Source: an optimization exercise on an open RTL-to-GDS flow (aim: small area, a short achievable clock period and few clock cycles per item). Production flows keep margins and buffers that such runs may drop. Function was not checked in any run shown here: the RTL went through the layout flow alone.

==> flow/design.v, too long to show whole: its modules and the start of the top module <==
// module st4_temporal: 4659 lines
module st4_temporal (
    input  wire        clk,
    input  wire        rst,
    input  wire        in_valid,
    output wire        in_ready,
    input  wire [19:0] in_c,         
    input  wire [23:0] in_hist,      
    input  wire [7:0]  in_tau,       
    input  wire        in_pad,       
    input  wire        in_restart,   
    input  wire        in_tnr,       
    input  wire        in_rtc,       
    input  wire        in_gap_k0,    
    input  wire [8:0]  in_amin,      
    input  wire [15:0] in_tlo,       
    input  wire [15:0] in_thi,       
    input  wire [11:0] in_kmax,      
    input  wire [17:0] in_rate,      
    output reg         out_valid,
    output reg  [19:0] out_z,        
    output reg  [23:0] out_hist,     
    output reg         out_sat,      
    output reg         out_clamp     
);
  // ...
==> flow/run.sh <==
#!/bin/bash
# synth_recipe.tcl (not shown) runs the flow's synth.tcl, then flattens the netlist and writes it again
# the make line also repeats each setting of config.mk as NAME=value (left out here)
make -C /OpenROAD-flow-scripts/flow DESIGN_CONFIG=/design/flow/config.mk WORK_HOME=/design/flow/orfs CLKGATE_MAP_FILE= SYNTH_SCRIPT=/design/flow/synth_recipe.tcl finish
==> flow/config.mk <==
export PLATFORM = sky130hd
export DESIGN_NAME = st4_temporal
export DESIGN_NICKNAME = st4_temporal
export VERILOG_FILES = /design/flow/design.v
export SDC_FILE = /design/flow/constraint.sdc
export NUM_CORES = 4
export LEC_CHECK = 0
export ABC_AREA = 1
export CAP_MARGIN = 40
export CORE_MARGIN = 2
export CORE_UTILIZATION = 68
export CTS_CLUSTER_SIZE = 30
export PLACE_DENSITY = 0.76
export SLEW_MARGIN = 70
==> flow/constraint.sdc <==
create_clock -name core_clock -period 38.0 [get_ports {clk}]
set_input_delay 7.6000 -clock core_clock [delete_from_list [all_inputs] [get_ports {clk}]]
set_output_delay 7.6000 -clock core_clock [all_outputs]
set_load 0.01 [all_outputs]
==> summary.txt, run 1 <==
Clock network
  • Buffer depth of the longest clock path: 3
  • Clock slew at the register clock pins of the worst setup and hold paths: 0.07 ns
  • Number of buffers inserted by hold repair at cts: 0
  • CTS resizes: 0

Setup path
  • Kind of launch point of the worst setup path: register
  • Number of gates on the worst path with buffers counted: 1
  • Beginning of the worst register-to-register path: r0_h[1]
  • Kind of cell adding the most delay to the critical path: buffers and inverters
  • Delay contributed by the slowest stage of the critical path: 0.54 ns

Yosys
  • Compound-Gate Fraction of Synth Area: 5.53%
  • Cell taking the most area after synthesis: dfxtp_1
  • Fraction of synthesized area in multiplexers: 0%
  • Post-synthesis share of cell area spent on and, or, nand and nor gates: 12.8%
  • Post-synthesis instance area: 54200 um^2
  • Net count of the mapped netlist: 7485
  • Most common cell in the netlist: inv_1
  • Main combinational cell family by area after synthesis: adder cells

Global routing
  • Number of antenna violations at the first check in global routing: 1
  • Pin count of the biggest net entering global routing: 68
  • Met3 track utilization from global routing: 4.44%

Timing
  • Achievable clock frequency: 110 MHz
  • Min cycle time layout: 9.12 ns

Route
  • Met1 wire length: 49.6 mm
  • Number of vias after detailed routing: 37947
  • 1st-pass router iterations: 5
  • Post-route DRC violation count: 0

Status
  • Outcome: timing/DRC/antenna clean

Cells and area
  • NumNets Final: 7567
  • Non-clock buffer share: 3.30%
  • Final core area utilization: 75.6%
  • Clock buffers: 101
  • Total area of sequential cells: 15300 um^2
  • Sequential portion of the cell area: 25.7%

Placement
  • Routability congestion estimate: 0.892
  • Worst-case setup slack after placement: 28.57 ns
  • Number of instances in the placed design: 7167
==> run 2, diff against run 1 <==
--- a/flow/config.mk
+++ b/flow/config.mk
@@ -8,7 +8,5 @@
 export ABC_AREA = 1
 export CAP_MARGIN = 40
 export CORE_MARGIN = 2
-export CORE_UTILIZATION = 68
-export CTS_CLUSTER_SIZE = 30
-export PLACE_DENSITY = 0.76
+export CORE_UTILIZATION = 55
 export SLEW_MARGIN = 70
==> run 2 against run 1 <==
Fmax barely moved. Die area grew 23%. Sequential share of layout area decreased by 0.13 points. Hold slack gained 0.0082 ns. Synthesized area stayed put. Register-to-register slack better by 0.21 ns.
==> summary.txt, run 2 <==
Timing
  • Worst Clk Skew: 0.0343 ns
  • Achievable clock frequency: 110 MHz (about the same)
  • Total negative slack for setup checks: 0 ns
  • Number of hold-slack violations in the final timing report: 0
  • Share of the clock period used by the worst path: 24.0%
  • Number of setup violations in the final report: 0
  • Max-slew violations: 0
  • Min cycle time layout: 9.12 ns (-0.00180 ns)
  • Unrepaired setup endpoints after global routing: false

Yosys
  • Synth warnings: 1
  • Most used DFF post-synth: dfxtp_1
  • Netlist cell types: 63
  • Area fraction of the dominant cell type after synthesis: 28.1%
  • Post-synthesis instance area: 54200 um^2 (unchanged)
  • Most common cell in the netlist: inv_1
  • Net count of the mapped netlist: 7485 (unchanged)
  • Mapped Cells: 6118
  • Async set or reset register ratio after synthesis: 0%
  • Mapped Avg Cell Area: 8.87 um^2
  • Number of flops mapped to enable cells by yosys: 0
  • Synth Register Bits: 761
  • Top cells by instance count after synthesis: 1542 x inv_1, 1266 x nand2_1, 761 x dfxtp_1
  • Largest cells by area after synthesis: dfxtp_1 28%, fa_1 26%, ha_1 12%
  • Cell taking the most area after synthesis: dfxtp_1
  • Register area share after synthesis: 28.1%

Placement
  • I/O Buffers: 177
  • Routability congestion estimate: 0.859 (-3.8%)
  • DP Wirelength: 93.4 mm

Floorplanning
  • Area enclosed by the die boundary: 101000 um^2
  • Initial cell density of the core: 55.3%
  • FP Rows: 115
  • Height of the die: 318 um
  • Number of top-level design ports: 179
  • Die width: 318 um
  • Placeable core area: 98100 um^2

Clock network
  • CTS resizes: 0 (unchanged)
  • Number of buffers inserted by hold repair at cts: 0 (unchanged)
  • Clock sink count: 761
  • TritonCTS clock tree: yes
  • Number of CTS-inserted buffers: 82
  • Clock slew at the register clock pins of the worst setup and hold paths: 0.07 ns (about the same)
  • Buffer depth of the longest clock path: 3 (unchanged)
  • Post-CTS repair timing setup buffer count: 0
  • CTS Root Cell: clkbuf_16
  • Insertion delay of the later-clocked pin in the worst-skew pair: 0.67 ns
  • H-tree depth reported by CTS: 3

Global routing
  • Pin count of the biggest net entering global routing: 68 (unchanged)
  • Wire length of the first global-routing pass: 195 mm
  • Overall overflow remaining after global route: 0
  • Number of antenna violations at the first check in global routing: 3 (+2)
  • Combined global-route utilization of all metal layers: 23.9%
  • Number of global-route vias before repair: 38072

Route
  • Post-route DRC violation count: 0 (unchanged)
  • Via count normalized by instance count: 4.85
  • Number of vias after detailed routing: 36650 (-3.4%)
  • Post-DR wirelength/cell: 15.3 um
  • Drt total wl: 116 mm
  • 1st-pass router iterations: 7 (+2)
  • Routed Antenna Nets: 0
  • First DRT Iteration DRCs: 1910

Cells and area
  • NumNets Final: 7571 (+0.053%)
  • Max FFs per register: 26
  • Proportion of layout cells with a drive suffix above 1: 5.33%
  • Final core area utilization: 61.2% (-14 points)
  • Most used cells in the layout excluding fill and tap cells: 1537 x inv_1, 1264 x nand2_1, 713 x fa_1
  • Biggest registers after layout: r1_n (26), out_hist (24), r2_x (24)
  • Growth of design area from synthesis to finish: 10.7%
  • Largest Register: r1_n
  • Most common cell after layout, fill and taps aside: inv_1

Min path
  • Min-delay src: r4_dh[8]
  • Worst min-delay path category: register to register
  • Depth of the worst hold-timing path: 0
  • Endpoint of the worst hold-timing path: r5_dh[8]

Setup path
  • Kind of cell adding the most delay to the critical path: buffers and inverters
  • Series of cell instances along the critical path: clkdlybuf4s50_1
  • Number of buffer and inverter stages on the critical path: 1
  • Kind of launch point of the worst setup path: register
  • Arrival time worst endpoint: 1.52 ns
  • Data required time at the worst endpoint: 30.40 ns
  • Delay contributed by the slowest stage of the critical path: 0.53 ns (about the same)
  • Critical path peak fanout: 1
  • Beginning of the worst register-to-register path: r0_h[4]
  • Terminus of the critical flop-to-flop path: r1_u[7]
  • Depth of the worst register-to-register path: 36
  • CP max-delay cell: clkdlybuf4s50_1
  • Startpoint-to-endpoint class of the critical path: register to primary output
  • Critical path endpoint category: primary output
  • Setup slack of the most critical reg-to-reg path: 30.73 ns

Status
  • Outcome: timing/DRC/antenna clean

Run
  • # Max-Cap Violations: 0
==> run 2: kinds of logic after synthesis <==
| family | Yosys count | share of synthesized area (%) |
|---|---|---|
| compound gates | 510 | 5.53 |
| xor+xnor | 180 | 2.94 |
| fa+ha+maj | 1236 | 38.4 |
| buf+inv | 1745 | 12.3 |
| flops | 761 | 28.1 |
| other cells | 1 | 0.00691 |
| simple gates | 1685 | 12.8 |
==> run 2: area by class of cell <==
cell class / instances / area, um^2
fillers: 8657 / 38100
multi-input cells: 3612 / 32500
flip-flops and latches: 761 / 15300
inverters: 1544 / 5800
clock buffers: 103 / 2250
repair buffers: 203 / 1990
well taps: 1287 / 1610
clock inverters: 47 / 561
diodes: 1 / 2.50
==> run 2: worst max-delay path by stage <==
stage / startpoint / end / slack [ns] / cells after the start
3_3_place_gp: in_restart / s1_agelo[1] / 28.61 / 9
4_1_cts: out_hist[3] / out_hist[3] / 28.82 / 1
2_1_floorplan: in_restart / s1_agelo[4] / 29.27 / 5
3_5_place_dp: in_restart / s1_agelo[1] / 28.59 / 9
5_1_grt: out_hist[0] / out_hist[0] / 28.83 / 1
6_report: out_hist[3] / out_hist[3] / 28.88 / 1
==> run 2: layer usage <==
metal	vias up	global-route usage, %	wire (um)
met2	752	38.5	52000
met4	2	6.51	3090
met3	168	3.06	5500
met1	17409	34.1	55100
li1	18319	-	-
met5	-	0	13
==> run 2: through the flow <==
stage | hold WS (ns) | cell area, um^2 | std cells | setup WS [ns]
2_1_floorplan | 0.310 | 54200 | 6118 | 29.27
5_1_grt | 0.322 | 60000 | 7557 | 28.83
3_5_place_dp | 0.312 | 57100 | 7403 | 28.59
6_report | 0.309 | 60000 | 7558 | 28.88
3_3_place_gp | 0.310 | 56900 | 7403 | 28.61
4_1_cts | 0.311 | 59900 | 7553 | 28.82
==> run 2: worst register-to-register path: cells and delay by family, from the launching register on <==
| kind | cells | cell delay [ns] |
|---|---|---|
| and+or+nand+nor | 18 | 2.81 |
| AOI/OAI and AO/OA | 8 | 1.68 |
| adders and majority gates | 5 | 1.74 |
| buffers and inverters | 4 | 0.33 |
| xor gates and xnor gates | 1 | 0.19 |
| DFF | 1 | 0.39 |

==> afterwards: timing with drivers on the ports <==
No port has a modelled driver above. Below, the same layouts with a new extraction and two added sets of constraints. Step 1 assumes that a clkbuf_16 drives the clock port and a buf_2 every other input. Step 2 times the ports against the registers' clock, not the clock port: input delays grow and output delays shrink by t, the midpoint of the rising clock arrivals with the driver on. Three values: ideal, step 1, step 2; two values: the first two.
run | t (ns) | setup slack, ns | worst setup path at the end | clock arrival spread, ns | worst data-port slew with drivers (ns)
run 1 | 0.706 | 28.879 / 28.810 / 28.580 | input to register | 0.050 / 0.050 | 0.06
run 2 | 0.718 | 28.881 / 28.811 / 28.672 | input to register | 0.041 / 0.041 | 0.05
After both steps every run listed still meets setup and hold. The setup slack of run 1, which loses most, moves by -0.069 ns with the drivers and by -0.299 ns with both steps.
